This design comes from an exercise in tuning for small area and a short achievable clock period on the open sky130 flow, not from production work.
No run shown here included a check of the RTL's function; only the layout flow was run.
No activity file was given, so power comes from the tool's default toggle rates.

## flow/config.mk

```make
export PLATFORM = sky130hd
export DESIGN_NAME = pod_cvt
export DESIGN_NICKNAME = pod_cvt
export VERILOG_FILES = /design/flow/design.v
export SDC_FILE = /design/flow/constraint.sdc
export NUM_CORES = 4
export LEC_CHECK = 0
export ABC_AREA = 1
export CAP_MARGIN = 20
export CORE_MARGIN = 2
export CORE_UTILIZATION = 40
export SLEW_MARGIN = 20
```

## flow/constraint.sdc

```tcl
create_clock -name core_clock -period 18.0 [get_ports {clk}]
set_input_delay 3.6000 -clock core_clock [delete_from_list [all_inputs] [get_ports {clk}]]
set_output_delay 3.6000 -clock core_clock [all_outputs]
set_load 0.01 [all_outputs]
```

## flow/design.v

```verilog
module pod_cvt (
    input  wire        clk,
    input  wire        rst,
    input  wire        in_valid,
    input  wire [31:0] in_x,        
    input  wire [3:0]  in_dtype,    
    input  wire        in_sr,       
    input  wire [31:0] in_w,        
    output reg         out_valid,
    output reg  [31:0] out_y,       
    output reg         out_nan      
);
    genvar gi;
    reg        r_valid;
    reg [31:0] r_x, r_w;
    reg [3:0]  r_dt;
    reg        r_sr;
    always @(posedge clk) begin
        if (rst)
            r_valid <= 1'b0;
        else
            r_valid <= in_valid;
        r_x  <= in_x;
        r_w  <= in_w;
        r_dt <= in_dtype;
        r_sr <= in_sr;
    end
    wire t_i4  = (r_dt == 4'd0);
    wire t_i8  = (r_dt == 4'd1);
    wire t_u8  = (r_dt == 4'd2);
    wire t_u16 = (r_dt == 4'd3);
    wire t_f4  = (r_dt == 4'd4);
    wire t_e4  = (r_dt == 4'd5);
    wire t_e5  = (r_dt == 4'd6);
    wire t_h   = (r_dt == 4'd7);
    wire t_bf  = (r_dt == 4'd8);
    wire t_i32 = (r_dt == 4'd10);
    wire isint = t_i4 | t_i8 | t_u8 | t_u16 | t_i32;
    wire isflt = t_f4 | t_e4 | t_e5 | t_h | t_bf;
    wire        sgn   = r_x[31];
    wire [7:0]  ex    = r_x[30:23];
    wire [22:0] mf    = r_x[22:0];
    wire        enz   = |ex;
    wire        eff   = &ex;
    wire        mnz   = |mf;
    wire        x_nan = eff & mnz;
    wire        x_inf = eff & ~mnz;
    wire [23:0] sig   = {enz, mf};
    wire [7:0]  ex1   = {ex[7:1], ex[0] | ~enz};    
    reg  [7:0] c2;       
    reg  [5:0] c1;       
    reg        nrm;      
    always @(*) begin
        c2 = 8'd158; c1 = 6'd0; nrm = 1'b0;
        if (t_h)  begin c2 = 8'd134; c1 = 6'd21; nrm = (ex >= 8'd113); end
        if (t_bf) begin c2 = 8'd25;  c1 = 6'd24; nrm = 1'b1;           end
        if (t_e4) begin c2 = 8'd149; c1 = 6'd28; nrm = (ex >= 8'd121); end
        if (t_e5) begin c2 = 8'd142; c1 = 6'd29; nrm = (ex >= 8'd113); end
        if (t_f4) begin c2 = 8'd157; c1 = 6'd30; nrm = (ex >= 8'd127); end
    end
    wire [8:0] sd;
    wire [8:0] sc;
    wire [7:0] nex = ~ex1;
    assign sc[0] = 1'b1;
    generate for (gi = 0; gi < 8; gi = gi + 1) begin : g_sd
        assign sd[gi]   = c2[gi] ^ nex[gi] ^ sc[gi];
        assign sc[gi+1] = (c2[gi] & nex[gi]) | ((c2[gi] ^ nex[gi]) & sc[gi]);
    end endgenerate
    assign sd[8] = ~sc[8];                             
    wire       big  = sd[8];                           
    wire       zero = ~nrm & ~sd[8] & (sd[7] | sd[6]);  
    wire [5:0] s    = nrm ? c1 : sd[5:0];
    wire [63:0] v0  = {sig, 40'd0};
    wire [63:0] v1  = s[0] ? {1'd0,  v0[63:1]}  : v0;
    wire [63:0] v2  = s[1] ? {2'd0,  v1[63:2]}  : v1;
    wire [63:0] v3  = s[2] ? {4'd0,  v2[63:4]}  : v2;
    wire [63:0] v4  = s[3] ? {8'd0,  v3[63:8]}  : v3;
    wire [63:0] v5  = s[4] ? {16'd0, v4[63:16]} : v4;
    wire [63:0] v   = s[5] ? {32'd0, v5[63:32]} : v5;
    wire [31:0] n   = v[63:32];
    wire [31:0] f32 = v[31:0];
    wire [31:0] g0 = f32 & r_w;
    wire [31:0] p0 = f32 | r_w;
    wire [15:0] g1, p1;
    wire [7:0]  g2, p2;
    wire [3:0]  g3, p3;
    wire [1:0]  g4, p4;
    generate
        for (gi = 0; gi < 16; gi = gi + 1) begin : g_l1
            assign g1[gi] = g0[2*gi+1] | (p0[2*gi+1] & g0[2*gi]);
            assign p1[gi] = p0[2*gi+1] & p0[2*gi];
        end
        for (gi = 0; gi < 8; gi = gi + 1) begin : g_l2
            assign g2[gi] = g1[2*gi+1] | (p1[2*gi+1] & g1[2*gi]);
            assign p2[gi] = p1[2*gi+1] & p1[2*gi];
        end
        for (gi = 0; gi < 4; gi = gi + 1) begin : g_l3
            assign g3[gi] = g2[2*gi+1] | (p2[2*gi+1] & g2[2*gi]);
            assign p3[gi] = p2[2*gi+1] & p2[2*gi];
        end
        for (gi = 0; gi < 2; gi = gi + 1) begin : g_l4
            assign g4[gi] = g3[2*gi+1] | (p3[2*gi+1] & g3[2*gi]);
            assign p4[gi] = p3[2*gi+1] & p3[2*gi];
        end
    endgenerate
    wire up_sr = g4[1] | (p4[1] & g4[0]);
    wire up_ne = f32[31] & ((|f32[30:0]) | n[0]);
    wire up    = r_sr ? up_sr : up_ne;
    reg  [31:0] t;
    always @(*) begin
        t = 32'd0;
        if (isint) t = n ^ {32{sgn}};
        if (t_f4)  t[2:0]  = {(nrm ? {~ex[1], ex[0]} : 2'd0), n[0]};
        if (t_e4)  t[6:0]  = {(nrm ? {~ex[3], ex[2:0]} : 4'd0), n[2:0]};
        if (t_e5)  t[6:0]  = {(nrm ? {~ex[4], ex[3:0]} : 5'd0), n[1:0]};
        if (t_h)   t[14:0] = {(nrm ? {~ex[4], ex[3:0]} : 5'd0), n[9:0]};
        if (t_bf)  t[14:0] = {ex, n[6:0]};
    end
    wire        cin = up ^ (isint & sgn);
    wire [32:0] ci;
    assign ci[0] = cin;
    generate for (gi = 0; gi < 32; gi = gi + 1) begin : g_ci
        assign ci[gi+1] = ci[gi] & t[gi];
    end endgenerate
    wire [31:0] r = t ^ ci[31:0];
    wire o16 = |n[31:16];
    wire o8  = o16 | (|n[15:8]);
    wire o7  = o8 | n[7];
    wire o3  = o7 | (|n[6:3]);
    wire a3  = &n[2:0];
    wire a7  = a3 & (&n[6:3]);
    wire a8  = a7 & n[7];
    wire a16 = a8 & (&n[15:8]);
    wire ibig = big | x_inf;
    wire sat_i = isint & (ibig | (~zero & ((t_i4  & (o3  | (up & a3)))  |
                                  (t_i8  & (o7  | (up & a7)))  |
                                  (t_u8  & (o8  | (up & a8)))  |
                                  (t_u16 & (o16 | (up & a16))) |
                                  (t_i32 & n[31]))));
    wire ovf_f = isflt & (x_inf | (~zero & ((t_f4 & ((ex >= 8'd130) | r[3])) |
                                   (t_e4 & ((ex >= 8'd136) | r[7] | (&r[6:0]))) |
                                   (t_e5 & ((ex >= 8'd143) | (&r[6:2]))) |
                                   (t_h  & ((ex >= 8'd143) | (&r[14:10]))) |
                                   (t_bf & (&r[14:7])))));
    wire uneg  = (t_u8 | t_u16) & sgn;
    wire f3  = t_i4 | t_f4;                                
    wire f7  = f3 | t_i8 | t_u8 | t_e4 | t_e5;             
    wire w15 = t_u16 | t_h | t_bf | t_i32;                 
    wire keep_any = ~x_nan & ~zero & ((isint & ~sat_i & ~uneg) | (isflt & ~ovf_f));
    wire k_2_0   = keep_any & (f7 | w15);
    wire k_3     = keep_any & (t_i4 | t_i8 | t_u8 | t_e4 | t_e5 | w15);
    wire k_6_4   = keep_any & (t_i8 | t_u8 | t_e4 | t_e5 | w15);
    wire k_7     = keep_any & (t_i8 | t_u8 | w15);
    wire k_14_8  = keep_any & w15;
    wire k_15    = keep_any & (t_u16 | t_i32);
    wire k_31_16 = keep_any & t_i32;
    wire ps  = sat_i & ~sgn & ~x_nan;                      
    wire ns  = sat_i &  sgn & ~x_nan;                      
    wire fo  = ovf_f & ~x_nan;                             
    wire fs  = isflt & sgn & ~x_nan;                       
    wire fn  = isflt & x_nan;                              
    wire [31:0] frc;
    wire pi  = ps & (t_i8 | t_u8 | t_u16 | t_i32);
    wire pw  = ps & (t_u16 | t_i32);
    wire e45 = t_e4 | t_e5;
    assign frc[0]     = (ps & isint) | (fo & t_f4) | (fn & e45);
    assign frc[1]     = (ps & isint) | (fo & (t_f4 | t_e4)) | (fn & e45);
    assign frc[2]     = (ps & isint) | (fo & (t_f4 | e45)) | (fn & e45);
    assign frc[3]     = pi | (ns & t_i4) | (fs & t_f4) | ((fo | fn) & e45);
    assign frc[5:4]   = {2{pi | ((fo | fn) & e45)}};
    assign frc[6]     = pi | ((fo | fn) & e45) | (fn & t_bf);
    assign frc[7]     = (ps & (t_u8 | t_u16 | t_i32)) | (ns & t_i8) | (fs & e45) | ((fo | fn) & t_bf);
    assign frc[8]     = pw | ((fo | fn) & t_bf);
    assign frc[9]     = pw | ((fo | fn) & t_bf) | (fn & t_h);
    assign frc[14:10] = {5{pw | ((fo | fn) & (t_bf | t_h))}};
    assign frc[15]    = pw | (fs & (t_h | t_bf));
    assign frc[30:16] = {15{ps & t_i32}};
    assign frc[31]  = ns & t_i32;
    wire [31:0] keep = {k_31_16, {15{k_31_16}}, k_15, {7{k_14_8}}, k_7, {3{k_6_4}}, k_3, {3{k_2_0}}};
    wire [31:0] y = (r & keep) | frc;
    wire nanflag  = x_nan & (isint | t_f4);
    always @(posedge clk) begin
        if (rst)
            out_valid <= 1'b0;
        else
            out_valid <= r_valid;
        out_y   <= y;
        out_nan <= nanflag;
    end
endmodule
```

## flow/run.sh

```bash
#!/bin/bash
# synth_recipe.tcl (not shown) runs the flow's synth.tcl, then flattens the netlist and writes it again
# the make line also repeats each setting of config.mk as NAME=value (left out here)
make -C /OpenROAD-flow-scripts/flow DESIGN_CONFIG=/design/flow/config.mk WORK_HOME=/design/flow/orfs CLKGATE_MAP_FILE= SYNTH_SCRIPT=/design/flow/synth_recipe.tcl finish
```

==> run summary, run 1 <==
* Status: timing/DRC/antenna clean
* IO buf count at around 110
* Reg power frac at around 30%
* RSZ-0062 raised after global routing: false
* Initial Util at about two fifths
* Most common cell after layout, fill and taps aside: nand2_1
* Max stage delay cell, worst path: inv_1
* CP Max Fanout at 33
* R2r setup slk at between 5000 and 6000 ps
* P_leak at roughly 4.7 nW
* Vias in the first global route at ~9000
* Number of synthesized flops with an enable pin at 0
* H-tree Lvls at 3
* Min-delay worst type: register to register
* Largest stage delay on the critical path at between 400 and 500 ps
* Routed len/inst at around 18 µm
* Fin nets at roughly 1500
* Post-synthesis compound-gate area fraction at 7.99%
* Area Overhead vs Synth at 16.6%
* Reg2reg start: r_dt[0]$_DFF_P_
* Met3 wire len at approximately 1700 µm
* Die Footprint at between 0.02 and 0.025 mm²
* Pin count of the biggest net entering global routing at 47
* Non-filler cells, final at approximately 1700
* Sequential cell area fraction in the yosys report at approximately a quarter
* First-pass DRT Iterations at 5
* Routed WL at roughly 30000 µm
* Initial antenna violation count at 0
* Vert. Die Dim at around 150 µm
* Worst setup path startpoint: r_dt[0]$_DFF_P_
* Power density over the cells at between 80 and 90 mW/mm²
* Worst skew pair latency at around 370 ps
* Clock-pin slew on the worst setup and hold paths at ~70 ps
* Post-synthesis cell count at 1345
* TritonCTS Buffers at 9
* Largest family of logic cells by synthesized area: simple AND/OR/NAND/NOR gates
* Post-CTS Setup Repair Bufs at 0
* Synth Area in Adders at 6.44%
* Mux contribution to synthesized area at 0%
* Mapped cell area at 0.00816 mm²
* Drt drc at 0
* Met1 wire length at 13000 µm
* Final Max Tran Viols at 0
* RePlAce Congestion at slightly above 1
* Syn Nets at 1456
* Most frequent cells in the layout: nand2_1, nand3_1, nor2_1
* CTS max path bufs at 2
* Clk sink count at approximately 100
* Sw Ratio at 45.5%
* Post-layout util at a little under half
* First-pass GRT wire length at between 40000 and 50000 µm
* Synthesized area per cell at 6.07 µm²
* Fraction of synthesized cell area in xor and xnor cells at less than 1%
* Worst Path Arrival at ~13000 ps
* Routed wl met2 at about 14000 µm
* Max VDD drop at 0.0409 mV
* Crit path time final at approximately 12000 ps
* Post-Route Setup TNS at 0 ps
* CTS Hold Bufs at 0
* Root Buffer: clkbuf_16
* Die Width at between 100 and 150 µm
* Final period util at 68.6%
* Synth async-reset ratio at 0%
* DR vias/cell at about 5.5
* Slew HR at between 40% and 50%
* Core area at between 0.02 and 0.025 mm²
* Fmax at between 80 and 90 MHz
* Synth Flop Type: dfxtp_1
* Post-Place Cells at roughly 1700
* CP most frequent cell: ha_1
* DRT antenna net count at 0
* Post_cts resized at 0
* Post-synthesis simple-gate area fraction at around half
* Clk pwr share at between 20% and 30%
* Vias after detailed routing at between 9000 and 10000
* Gr ovfl total at 0
* Worst EP required at roughly 18000 ps
* Max-Cap Viols at 0
* DR iter-0 viols at about 830
* Row count at between 50 and 60
* CP Class: register to register
* Setup Skew at ~12 ps
* TritonCTS clock tree: yes
* # setup viols final at 0
* Hold WS at 412 ps
* Fraction of layout cells with a size suffix above 1 at under 10%
* Post-synth cell types at 48
* Tot GR Track Use at 27.7%
* Hold Vio Cnt, Final at 0
* Comb power frac at 48.0%
* Num ports at 106
* Post-DP HPWL at ~24000 µm
* Flops & latches, synth at approximately 100
* Slew @ Worst Pin at around 750 ps
* Min-Delay Startpoint: r_valid$_SDFF_PP0_
* Top sig layer: met4
* CP Launch Type: register
* N_diodes at 0
* P_int at between 0.0004 and 0.0005 W
* Switching power of the nets at between 0.0003 and 0.0004 W
* CP Capture Type: register
* Ys Warns at 1
-- stage by stage --
step	total power [W]	area, µm²	setup slack [ps]
after global placement	0.000656	9220	5900
after floorplan	0.000540	8160	7440
after global routing	0.000913	9510	4810
after CTS	0.000852	9500	5670
after detailed placement	0.000653	9220	5720
final	0.000850	9510	5650
-- cell usage after synthesis (9+ instances only) --
cell type / n / area, µm²
nand2_1: 401 / 1510
nand3_1: 278 / 1390
nor2_1: 119 / 447
dfxtp_1: 104 / 2080
inv_1: 101 / 379
o21ai_0: 60 / 300
nand4_1: 51 / 319
a21oi_1: 35 / 175
ha_1: 34 / 425
buf_2: 23 / 115
clkbuf_1: 12 / 45.0
nor3_1: 11 / 55.1
buf_4: 10 / 75.1
nand2_2: 9 / 56.3
-- cell families after synthesis --
logic type               after synthesis
AND/OR/NAND/NOR                      906
buffers and inverters                171
AO/OA/AOI/OAI                        121
flip-flops                           104
adder cells (fa/ha/maj)               39
XOR/XNOR                               4
-- routing by layer --
metal  vias to the layer above  GRT usage, %
li1                       4611             -
met1                      4155          34.7
met2                       324          45.6
met3                        78          5.19
met4                         0          13.8
met5                         -             0
-- power by group through the flow --
stage	Sequential, W	Clock [W]	Combinational [W]
2_1_floorplan	0.000253	0	0.000287
3_3_place_gp	0.000254	0	0.000402
3_5_place_dp	0.000254	0	0.000399
4_1_cts	0.000249	0.000202	0.000401
5_1_grt	0.000250	0.000208	0.000455
6_report	0.000249	0.000193	0.000408
-- critical path, delay by kind of cell (launching register included) --
| kind | cells | cell delay, ps |
|---|---|---|
| fa+ha+maj | 36 | 7790 |
| simple gates | 16 | 2530 |
| buf+inv | 5 | 1080 |
| flops | 1 | 350 |
| xor+xnor | 2 | 290 |
| compound gates | 2 | 210 |
-- area by class of cell --
type                    count  area, µm²
clock buffers              12        246
clock inverters             4       33.8
fillers                  2163      10600
inverters                 110        415
multi-input cells        1070       5310
flip-flops and latches    104       2080
well taps                 270        338
repair buffers            110       1090
-- flip-flops by register name (all words and copies together) (netlist names) --
name,cells
r_dt,4
out_valid,1
r_x,32
r_w,32
r_valid,1
out_y,32
out_nan,1
r_sr,1
-- path summary, 6_finish.rpt --
path / to / cells after the start
max: out_y[31]$_DFF_P_ / 61
min: out_valid$_SDFF_PP0_ / 2
max reg2reg: out_y[31]$_DFF_P_ / 61
min reg2reg: out_valid$_SDFF_PP0_ / 2
==> run 2, diff against run 1 <==
==> flow/flow/run.sh (new file) <==
#!/bin/bash
# Own layout flow: ORFS, as standard.sh runs it, with two changes:
#  - synthesis maps the logic with the ABC script in flow/abc.script (same Yosys
#    steps as synth_recipe.tcl otherwise, so the registers keep their names and cells);
#  - ports are buffered with the cell named in flow/port_buffer (same buffer_ports step).
# Each tool's output goes to a log of its own in this folder.
set -euo pipefail
W=$(pwd)
F=$W/flow
ABC_D=$(cat $F/abc_delay 2>/dev/null || echo "")
{
  head -n 1 $W/synth_recipe.tcl
  echo "proc abc {args} {"
  echo "  set i [lsearch \$args -script]; if {\$i >= 0} { lset args [expr {\$i+1}] $F/abc.script }"
  if [[ -n "$ABC_D" ]]; then
    echo "  set i [lsearch \$args -D]; if {\$i >= 0} { lset args [expr {\$i+1}] $ABC_D } else { lappend args -D $ABC_D }"
  fi
  echo "  yosys abc {*}\$args"
  echo "}"
  tail -n +2 $W/synth_recipe.tcl
} > $W/own_synth.tcl
SYN=SYNTH_SCRIPT=$W/own_synth.tcl
# the knobs standard.sh passes on make's command line
KNOBS=$(sed -n 's/^make .*CLKGATE_MAP_FILE= [^ ]* \(.*\) "\${@:-finish}"$/\1/p' $W/standard.sh)
BUF=$(cat $F/port_buffer 2>/dev/null || echo sky130_fd_sc_hd__buf_1)
MK="make -C $FLOW_HOME DESIGN_CONFIG=$W/config.mk WORK_HOME=$W/orfs CLKGATE_MAP_FILE="
eval "$MK $SYN $KNOBS synth" > $W/log_synth.txt 2>&1
eval "$MK $SYN $KNOBS BUFFER_PORTS_ARGS=\"-buffer_cell $BUF\" finish" > $W/log_layout.txt 2>&1
R=$W/orfs/results/$FLOW_PLATFORM/pod_cvt/base
: # left out here: write the final layout as DEF
==> flow/flow/abc.script (new file) <==
strash
dc2
strash
dch
amap
buffer -c
upsize -c
dnsize -c
==> flow/standard.sh (new file) <==
#!/bin/bash
# synth_recipe.tcl (not shown) runs the flow's synth.tcl, then flattens the netlist and writes it again
# the make line also repeats each setting of config.mk as NAME=value (left out here)
make -C /OpenROAD-flow-scripts/flow DESIGN_CONFIG=/design/flow/config.mk WORK_HOME=/design/flow/orfs CLKGATE_MAP_FILE= SYNTH_SCRIPT=/design/flow/synth_recipe.tcl "${@:-finish}"
removed: flow/run.sh
==> run summary, run 2 <==
* Row count at 47
* Synth top cells by count: nor2_1, dfxtp_1, inv_1
* RSZ-0062 raised after global routing: false
* Post-synth cell types at 66
* Syn Nets at around 1000
* Final period util at between 70% and 80%
* Crit path time final at 13660 ps
* Ys Warns at 1
* Core area at roughly 0.017 mm²
* CP Max Fanout at 32
* Post-CTS Setup Repair Bufs at 0
* Final Max Tran Viols at 0
* Clock-pin slew on the worst setup and hold paths at approximately 70 ps
* Post-synth top area share at 30.6%
* Met1 usage at 35.5%
* DR iter-0 viols at roughly 690
* Ranking of synthesized cells by area: dfxtp_1, o22a_1, nor2_1, ha_1, o22ai_1
* Max stage delay cell, worst path: clkinv_1
* Status: timing/DRC/antenna clean
* Most common cell after layout, fill and taps aside: nor2_1
* Fraction of synthesized cell area in xor and xnor cells at 0%
* Routed WL at between 20000 and 25000 µm
* Min-delay worst type: register to register
* Mux contribution to synthesized area at 0%
* Post-route cell area at about 0.0075 mm²
* Flops & latches, synth at 104
* R2r setup slk at 4340 ps
* Fraction of layout cells with a size suffix above 1 at a little over 7%
* Setup Skew at ~9 ps
* CTS max path bufs at 2
* Post-Route Setup TNS at 0 ps
* Initial Util at 41.0%
* Drt drc at 0
* CP most frequent cell: ha_1
* Fillers at 1740
* # setup viols final at 0
* Sequential cell area fraction in the yosys report at between 30% and 40%
* Vias after detailed routing at 6873
* Post-synthesis compound-gate area fraction at a little under a third
* DRT antenna net count at 0
* Max-Cap Viols at 0
* Slew @ Worst Pin at approximately 1000 ps
* P_leak at roughly 3 nW
* Clk sink count at approximately 100
* Routed len/inst at around 18 µm
* CP Class: register to register
* Number of synthesized flops with an enable pin at 0
* Mapped cell area at just under 0.007 mm²
* N_diodes at 0
* Most frequent cells in the layout: nor2_1, buf_1, dfxtp_1
* Synth Area in Adders at 7.72%
* Met2 usage at between 30% and 40%
* Root Buffer: clkbuf_16
* Gr busiest metal: met1
* Area Overhead vs Synth at 10.6%
* Synth Flop Type: dfxtp_1
* Pin count of the biggest net entering global routing at 42
* Post-synthesis cell count at 867
* Post_cts resized at 0
* Worst EP required at about 18000 ps
* Synth async-reset ratio at 0%
* CTS Hold Bufs at 0
* CP Capture Type: register
* Post-synthesis simple-gate area fraction at roughly 20%
* IO buf count at between 100 and 150
* Gr ovfl total at 0
* Initial antenna violation count at 0
* Vert. Die Dim at between 100 and 150 µm
* TritonCTS Buffers at 9
* Largest family of logic cells by synthesized area: compound AO/OA/AOI/OAI gates
* Worst Path Arrival at 13890 ps
* Synthesized area per cell at approximately 7.8 µm²
* Worst skew pair latency at about 360 ps
* Fin nets at between 1000 and 1500
* Regs by FF count: out_y: 32 flops, r_w: 32 flops, r_x: 32 flops
* Die Footprint at roughly 0.018 mm²
* Fmax at around 73 MHz
* Vias in the first global route at slightly above 6000
* First-pass DRT Iterations at 5
* Tot GR Track Use at around a quarter
* RePlAce Congestion at between 0.9 and 1
* Slew HR at a little under a third
* Num ports at about 110
* Max VDD drop at approximately 0.071 mV
* DR vias/cell at roughly 5.9
* H-tree Lvls at 3
* Met3 usage at 4.50%
* Hold Vio Cnt, Final at 0
* Power density over the cells at 102 mW/mm²
* TritonCTS clock tree: yes
* CP Launch Type: register
* Synth area leader: dfxtp_1
* First-pass GRT wire length at 33600 µm
* Cell Area, Placed at slightly above 0.007 mm²
* Largest stage delay on the critical path at roughly 600 ps
* Most instantiated library cell after synthesis: nor2_1
* Die Width at about 130 µm
* Post-DP HPWL at roughly 17000 µm
[run 2: cell count changes after synthesis, sizes merged, moves of 11 or more]
| cell | previous run | this run |
|---|---|---|
| o21ai | 68 | 52 |
| inv | 108 | 91 |
| or3 | 0 | 11 |
| nand2 | 416 | 36 |
| o22a | 0 | 67 |
| o32a | 0 | 13 |
| nand3 | 283 | 19 |
| nand4 | 51 | 8 |
| or2 | 2 | 22 |
| nor4 | 6 | 17 |
| o22ai | 3 | 60 |
| nor2 | 125 | 149 |
| buf | 48 | 25 |
| a211oi | 1 | 14 |
[run 2: area by class of cell]
cell class              instances  area [µm²]  area share, %
multi-input cells             625        4060           53.9
flip-flops and latches        104        2080           27.7
repair buffers                115         469           6.23
inverters                      92         345           4.59
well taps                     220         275           3.66
clock buffers                  11         233           3.09
clock inverters                 5        63.8          0.848
[run 2: path summary, 6_finish.rpt]
kind | start | to | cells past startpoint
worst max-delay path | r_x[24]$_DFF_P_ | out_y[31]$_DFF_P_ | 67
worst min-delay path | r_valid$_SDFF_PP0_ | out_valid$_SDFF_PP0_ | 1
worst max register to register | r_x[24]$_DFF_P_ | out_y[31]$_DFF_P_ | 67
worst min register to register | r_valid$_SDFF_PP0_ | out_valid$_SDFF_PP0_ | 1
[run 2: power by group]
part / internal [W] / total (W) / switching (W) / leakage (nW)
clock: 0.000109 / 0.000197 / 0.0000883 / 0.141
sequential: 0.000241 / 0.000249 / 0.00000766 / 0.866
combinational: 0.000118 / 0.000322 / 0.000204 / 1.97
[run 2: kinds of logic (layout without fill, tap and decap cells)]
family                     count (synthesis)  after routing
and+or+nand+nor                          288            288
adders and majority gates                 39             39
buffers and inverters                    138            223
AOI/OAI and AO/OA                        298            298
DFF                                      104            104
[run 2: routing by layer]
layer | vias up | wire length [µm] | part of all wire [%]
met5 | - | 0 | 0
met4 | 0 | 533 | 2.5
met3 | 35 | 1640 | 7.7
met2 | 310 | 8790 | 41
met1 | 3163 | 10300 | 49
li1 | 3365 | - | -
[run 2: per-stage QoR]
step	hold WS (ps)	power [W]	setup WS (ps)	std cells	util, %
2_1_floorplan	414	0.000497	6230	867	-
3_3_place_gp	417	0.000569	4700	1156	43.6
3_5_place_dp	427	0.000566	4460	1156	43.6
4_1_cts	444	0.000766	4430	1172	45.4
5_1_grt	464	0.000814	3340	1172	45.4
6_report	439	0.000768	4340	1172	45.4
[run 2: critical path: cells and delay by family (launching register included)]
kind / cells / cell delay, ps
buffers and inverters: 5 / 1220
AND/OR/NAND/NOR: 10 / 2150
AO/OA/AOI/OAI: 18 / 2630
adder cells (fa/ha/maj): 34 / 7150
flip-flops: 1 / 320

[afterwards: timing with drivers on the ports]
The flow's constraints put no driver on any port. The routed layouts listed below were extracted and timed again, unchanged, in two steps. Step 1 (the two cells are an assumption about what drives the block):
set clk [get_ports {clk}]
set_driving_cell -lib_cell sky130_fd_sc_hd__clkbuf_16 $clk
set_driving_cell -lib_cell sky130_fd_sc_hd__buf_2 [delete_from_list [all_inputs] $clk]
Step 2, shift: input delay + t, output delay - t, t = (earliest + latest rising clock arrival at the registers) / 2. This alone moves slack from input paths to output paths. a / b / c = no drivers / after step 1 / after step 2; a / b = the first two.
| run | t, ns | slack for setup (ns) | worst setup path at the end | pins driven straight from the clock port |
|---|---|---|---|---|
| run 1 | 0.410 | 5.651 / 5.651 / 5.651 | register to register | 1 |
| run 2 | 0.394 | 4.343 / 4.343 / 4.343 | register to register | 1 |
After both steps setup and hold are still met in every run listed.
